What follows belongs to an exercise in optimizing a design on an open flow for small area, a short achievable clock period and few clock cycles per item; a production flow would make more cautious choices. In this exercise RTL edits were held to simulation tests only and were not proved equivalent to the original.

==> flow/design.v <==
module aes128_core (
    input  wire         clk,
    input  wire         rst,         
    input  wire         in_valid,
    output wire         in_ready,
    input  wire [127:0] key,
    input  wire [127:0] block_in,
    output reg          out_valid,
    output wire [127:0] block_out
);
    function automatic [17:0] sbox_nl(input [7:0] x);
        reg U0,U1,U2,U3,U4,U5,U6,U7;
        reg T1,T2,T3,T4,T5,T6,T7,T8,T9,T10,T11,T12,T13,T14,T15,T16,T17,T18,T19,T20,T21,T22,T23,T24,T25,T26,T27,M1,M2,M3,M4,M5,M6,M7,M8,M9,M10,M11,M12,M13,M14,M15,M16,M17,M18,M19,M20,M21,M22,M23,M24,M25,M26,M27,M28,M29,M30,M31,M32,M33,M34,M35,M36,M37,M38,M39,M40,M41,M42,M43,M44,M45,M46,M47,M48,M49,M50,M51,M52,M53,M54,M55,M56,M57,M58,M59,M60,M61,M62,M63;
        begin
            {U0,U1,U2,U3,U4,U5,U6,U7} = x;
            T1 = U0 ^ U3;
            T2 = U0 ^ U5;
            T3 = U0 ^ U6;
            T4 = U3 ^ U5;
            T5 = U4 ^ U6;
            T6 = T1 ^ T5;
            T7 = U1 ^ U2;
            T8 = U7 ^ T6;
            T9 = U7 ^ T7;
            T10 = T6 ^ T7;
            T11 = U1 ^ U5;
            T12 = U2 ^ U5;
            T13 = T3 ^ T4;
            T14 = T6 ^ T11;
            T15 = T5 ^ T11;
            T16 = T5 ^ T12;
            T17 = T9 ^ T16;
            T18 = U3 ^ U7;
            T19 = T7 ^ T18;
            T20 = T1 ^ T19;
            T21 = U6 ^ U7;
            T22 = T7 ^ T21;
            T23 = T2 ^ T22;
            T24 = T2 ^ T10;
            T25 = T20 ^ T17;
            T26 = T3 ^ T16;
            T27 = T1 ^ T12;
            M1 = T13 & T6;
            M2 = T23 & T8;
            M3 = T14 ^ M1;
            M4 = T19 & U7;
            M5 = M4 ^ M1;
            M6 = T3 & T16;
            M7 = T22 & T9;
            M8 = T26 ^ M6;
            M9 = T20 & T17;
            M10 = M9 ^ M6;
            M11 = T1 & T15;
            M12 = T4 & T27;
            M13 = M12 ^ M11;
            M14 = T2 & T10;
            M15 = M14 ^ M11;
            M16 = M3 ^ M2;
            M17 = M5 ^ T24;
            M18 = M8 ^ M7;
            M19 = M10 ^ M15;
            M20 = M16 ^ M13;
            M21 = M17 ^ M15;
            M22 = M18 ^ M13;
            M23 = M19 ^ T25;
            M24 = M22 ^ M23;
            M25 = M22 & M20;
            M26 = M21 ^ M25;
            M27 = M20 ^ M21;
            M28 = M23 ^ M25;
            M29 = M28 & M27;
            M30 = M26 & M24;
            M31 = M20 & M23;
            M32 = M27 & M31;
            M33 = M27 ^ M25;
            M34 = M21 & M22;
            M35 = M24 & M34;
            M36 = M24 ^ M25;
            M37 = M21 ^ M29;
            M38 = M32 ^ M33;
            M39 = M23 ^ M30;
            M40 = M35 ^ M36;
            M41 = M38 ^ M40;
            M42 = M37 ^ M39;
            M43 = M37 ^ M38;
            M44 = M39 ^ M40;
            M45 = M42 ^ M41;
            M46 = M44 & T6;
            M47 = M40 & T8;
            M48 = M39 & U7;
            M49 = M43 & T16;
            M50 = M38 & T9;
            M51 = M37 & T17;
            M52 = M42 & T15;
            M53 = M45 & T27;
            M54 = M41 & T10;
            M55 = M44 & T13;
            M56 = M40 & T23;
            M57 = M39 & T19;
            M58 = M43 & T3;
            M59 = M38 & T22;
            M60 = M37 & T20;
            M61 = M42 & T1;
            M62 = M45 & T4;
            M63 = M41 & T2;
            sbox_nl = {M46, M47, M48, M49, M50, M51, M52, M53, M54, M55, M56, M57, M58, M59, M60, M61, M62, M63};
        end
    endfunction
    function automatic [7:0] sbox_lin(input [17:0] m);
        reg M46,M47,M48,M49,M50,M51,M52,M53,M54,M55,M56,M57,M58,M59,M60,M61,M62,M63;
        reg L0,L1,L2,L3,L4,L5,L6,L7,L8,L9,L10,L11,L12,L13,L14,L15,L16,L17,L18,L19,L20,L21,L22,L23,L24,L25,L26,L27,L28,L29;
        begin
            {M46, M47, M48, M49, M50, M51, M52, M53, M54, M55, M56, M57, M58, M59, M60, M61, M62, M63} = m;
            L0 = M61 ^ M62;
            L1 = M50 ^ M56;
            L2 = M46 ^ M48;
            L3 = M47 ^ M55;
            L4 = M54 ^ M58;
            L5 = M49 ^ M61;
            L6 = M62 ^ L5;
            L7 = M46 ^ L3;
            L8 = M51 ^ M59;
            L9 = M52 ^ M53;
            L10 = M53 ^ L4;
            L11 = M60 ^ L2;
            L12 = M48 ^ M51;
            L13 = M50 ^ L0;
            L14 = M52 ^ M61;
            L15 = M55 ^ L1;
            L16 = M56 ^ L0;
            L17 = M57 ^ L1;
            L18 = M58 ^ L8;
            L19 = M63 ^ L4;
            L20 = L0 ^ L1;
            L21 = L1 ^ L7;
            L22 = L3 ^ L12;
            L23 = L18 ^ L2;
            L24 = L15 ^ L9;
            L25 = L6 ^ L10;
            L26 = L7 ^ L9;
            L27 = L8 ^ L10;
            L28 = L11 ^ L14;
            L29 = L11 ^ L17;
            sbox_lin = {L6 ^ L24, ~(L16 ^ L26), ~(L19 ^ L28), L6 ^ L21, L20 ^ L22, L25 ^ L29, ~(L13 ^ L27), ~(L6 ^ L23)};
        end
    endfunction
    function automatic [7:0] xtime(input [7:0] b);
        xtime = {b[6:0], 1'b0} ^ (b[7] ? 8'h1b : 8'h00);
    endfunction
    function automatic [31:0] mix_column(input [31:0] col);
        reg [7:0] a0, a1, a2, a3;
        begin
            a0 = col[31:24]; a1 = col[23:16]; a2 = col[15:8]; a3 = col[7:0];
            mix_column = {xtime(a0) ^ xtime(a1) ^ a1 ^ a2 ^ a3,
                          a0 ^ xtime(a1) ^ xtime(a2) ^ a2 ^ a3,
                          a0 ^ a1 ^ xtime(a2) ^ xtime(a3) ^ a3,
                          xtime(a0) ^ a0 ^ a1 ^ a2 ^ xtime(a3)};
        end
    endfunction
    function automatic [127:0] mix_columns(input [127:0] s);
        mix_columns = {mix_column(s[127:96]), mix_column(s[95:64]),
                       mix_column(s[63:32]),  mix_column(s[31:0])};
    endfunction
    function automatic [127:0] shift_rows(input [127:0] s);
        integer r, c;
        for (c = 0; c < 4; c = c + 1)
            for (r = 0; r < 4; r = r + 1)
                shift_rows[127 - 8*(4*c + r) -: 8] = s[127 - 8*(4*((c + r) % 4) + r) -: 8];
    endfunction
    function automatic [287:0] nl_state(input [127:0] s);
        integer i;
        for (i = 0; i < 16; i = i + 1)
            nl_state[287 - 18*i -: 18] = sbox_nl(s[127 - 8*i -: 8]);
    endfunction
    function automatic [71:0] nl_word(input [31:0] w);
        integer i;
        for (i = 0; i < 4; i = i + 1)
            nl_word[71 - 18*i -: 18] = sbox_nl(w[31 - 8*i -: 8]);
    endfunction
    function automatic [127:0] lin_state(input [287:0] m);
        integer i;
        for (i = 0; i < 16; i = i + 1)
            lin_state[127 - 8*i -: 8] = sbox_lin(m[287 - 18*i -: 18]);
    endfunction
    function automatic [31:0] lin_word(input [71:0] m);
        integer i;
        for (i = 0; i < 4; i = i + 1)
            lin_word[31 - 8*i -: 8] = sbox_lin(m[71 - 18*i -: 18]);
    endfunction
    reg  [127:0] s1;
    reg  [127:0] k1;
    reg  [7:0]   rc1;
    reg          v1;          
    reg  [287:0] m2;
    reg  [71:0]  t2;
    reg  [127:0] k2;
    reg  [7:0]   rc2;
    reg          v2;
    reg  [127:0] res;
    reg          rdy;
    wire [127:0] sb = lin_state(m2);
    wire [31:0]  w0 = k2[127:96] ^ lin_word(t2) ^ {rc2, 24'h000000};
    wire [31:0]  w1 = k2[95:64]  ^ w0;
    wire [31:0]  w2 = k2[63:32]  ^ w1;
    wire [31:0]  w3 = k2[31:0]   ^ w2;
    wire [127:0] rk = {w0, w1, w2, w3};
    wire         last = (rc2 == 8'h36);
    wire         free = !v2 || last;
    assign in_ready  = rdy;
    assign block_out = res;
    always @(posedge clk) begin
        m2  <= nl_state(shift_rows(s1));
        t2  <= nl_word({k1[23:0], k1[31:24]});
        k2  <= k1;
        rc2 <= rc1;
        if (free) begin
            s1  <= block_in ^ key;
            k1  <= key;
            rc1 <= 8'h01;
        end else begin
            s1  <= mix_columns(sb) ^ rk;
            k1  <= rk;
            rc1 <= xtime(rc2);
        end
        res <= sb ^ rk;
        if (rst) begin
            v1        <= 1'b0;
            v2        <= 1'b0;
            out_valid <= 1'b0;
            rdy       <= 1'b1;
        end else begin
            v2        <= v1;
            v1        <= free ? in_valid : 1'b1;
            out_valid <= v2 && last;
            rdy       <= !v1 || (rc1 == 8'h36);
        end
    end
endmodule
==> flow/config.mk <==
export PLATFORM = sky130hd
export DESIGN_NAME = aes128_core
export DESIGN_NICKNAME = aes128_core
export VERILOG_FILES = /design/flow/design.v
export SDC_FILE = /design/flow/constraint.sdc
export NUM_CORES = 4
export LEC_CHECK = 0
export ABC_AREA = 1
export CAP_MARGIN = 20
export CORE_MARGIN = 2
export CORE_UTILIZATION = 45
export PLACE_DENSITY = 0.6
export SLEW_MARGIN = 20
==> flow/constraint.sdc <==
create_clock -name core_clock -period 10.0 [get_ports {clk}]
set_input_delay 2.0000 -clock core_clock [delete_from_list [all_inputs] [get_ports {clk}]]
set_output_delay 2.0000 -clock core_clock [all_outputs]
set_load 0.01 [all_outputs]
standard.sh (not shown) runs the stock make flow with config.mk's settings and CLKGATE_MAP_FILE= SYNTH_SCRIPT=/design/flow/synth_recipe.tcl, a recipe that flattens the netlist after the stock synthesis.
==> flow/flow/run.sh <==
#!/bin/bash
# Layout flow: the standard flow (standard.sh) with three changes.
# - Synthesis is the standard synthesis script (synth_recipe.tcl, ORFS's
#   synth.tcl) except that ABC maps the logic with flow/abc_map_area.script,
#   an area-oriented mapping. Registers are mapped before ABC runs, so they
#   are the standard synthesis's, with the same names and cells.
# - The input and output port buffers are sky130_fd_sc_hd__buf_2 cells rather
#   than the delay buffer that buffer_ports picks by default. Every port still
#   gets its own buffer.
# - Timing repair aims for a setup slack of at least 6.6 ns at the design's
#   10 ns clock, so that the resizer speeds up the critical paths; the clock
#   and the constraints are the design's, unchanged.
set -euo pipefail
here=$(pwd)
# synth.tcl with the ABC script replaced right after the preamble sets it
sed "s#^source \$::env(SCRIPTS_DIR)/synth_preamble.tcl\$#&\nset abc_args [lreplace \$abc_args 1 1 $here/flow/abc_map_area.script]#" \
  "$FLOW_HOME/scripts/synth.tcl" > my_synth_body.tcl
grep -q "abc_map_area.script" my_synth_body.tcl
sed "s#^source \$::env(SCRIPTS_DIR)/synth.tcl\$#source $here/my_synth_body.tcl#" synth_recipe.tcl > my_synth.tcl
grep -q "my_synth_body.tcl" my_synth.tcl
sed "s#SYNTH_SCRIPT=[^ ]*#SYNTH_SCRIPT=$here/my_synth.tcl#" standard.sh > my_standard.sh
grep -q "my_synth.tcl" my_standard.sh
export BUFFER_PORTS_ARGS="-buffer_cell sky130_fd_sc_hd__buf_2"
export SETUP_SLACK_MARGIN=6.6
bash my_standard.sh > standard_flow.log 2>&1
==> flow/flow/abc_map_area.script <==
strash
&get -n
&dch
&nf -R 1000
&put
topo
stime -c
buffer -c
upsize -c
dnsize -c
The first run completed without violations.
Testbench counts at the start, summed over its fixed seeds: cycles 32,024, blocks 3,200.
Change:
--- a/flow/design.v
+++ b/flow/design.v
@@ -147,15 +147,16 @@
     function automatic [7:0] xtime(input [7:0] b);
         xtime = {b[6:0], 1'b0} ^ (b[7] ? 8'h1b : 8'h00);
     endfunction
     function automatic [31:0] mix_column(input [31:0] col);
-        reg [7:0] a0, a1, a2, a3;
+        reg [7:0] a0, a1, a2, a3, t;
         begin
             a0 = col[31:24]; a1 = col[23:16]; a2 = col[15:8]; a3 = col[7:0];
-            mix_column = {xtime(a0) ^ xtime(a1) ^ a1 ^ a2 ^ a3,
-                          a0 ^ xtime(a1) ^ xtime(a2) ^ a2 ^ a3,
-                          a0 ^ a1 ^ xtime(a2) ^ xtime(a3) ^ a3,
-                          xtime(a0) ^ a0 ^ a1 ^ a2 ^ xtime(a3)};
+            t  = a0 ^ a1 ^ a2 ^ a3;
+            mix_column = {a0 ^ t ^ xtime(a0 ^ a1),
+                          a1 ^ t ^ xtime(a1 ^ a2),
+                          a2 ^ t ^ xtime(a2 ^ a3),
+                          a3 ^ t ^ xtime(a3 ^ a0)};
         end
     endfunction
     function automatic [127:0] mix_columns(input [127:0] s);
         mix_columns = {mix_column(s[127:96]), mix_column(s[95:64]),
Utilization is lower by 0.41 points. Flip-flop and latch count does not change. Setup slack is better by 0.0086 ns. Count of clock-buffer cells in the layout does not change. Hold slack is about the same. Routed wire length came out lower by 3.9%. Die area increases by 0.38%. Via count decreases by 2.6%. First-iteration DRC count fell by 13%. Synthesized cell count fell by 0.59%. Area after synthesis went up by 0.39%. Sequential share of layout area came out higher by 0.16 points.
Testbench counts after the change, summed over its fixed seeds: cycles 32,024, blocks 3,200.

==> re-timing with driven ports <==
Ports are ideal in the flow. The routed layouts listed here were re-timed in OpenROAD. Step 1, drivers: a clkbuf_16 drives clk and a buf_2 each remaining input, both assumed. Step 2 also shifts input and output timing later by t, the mid clock arrival at the registers, as if the neighbouring blocks saw the same clock. Three values: no drivers, after step 1, after step 2; two values: the first two.
run	shift t [ns]	setup slack, ns	hold slack, ns	slew at the worst register clock pin (ns)	pins driven straight from the clock port
the first run	0.744	6.636 / 6.631 / 6.636	0.315 / 0.315 / 0.315	0.07 / 0.07	1
the second run	0.740	6.645 / 6.606 / 6.542	0.316 / 0.316 / 0.316	0.07 / 0.07	1
After both steps setup and hold are still met in every run listed. For the second run, which loses most, drivers alone change the setup slack by -0.039 ns; drivers and shift together by -0.103 ns.
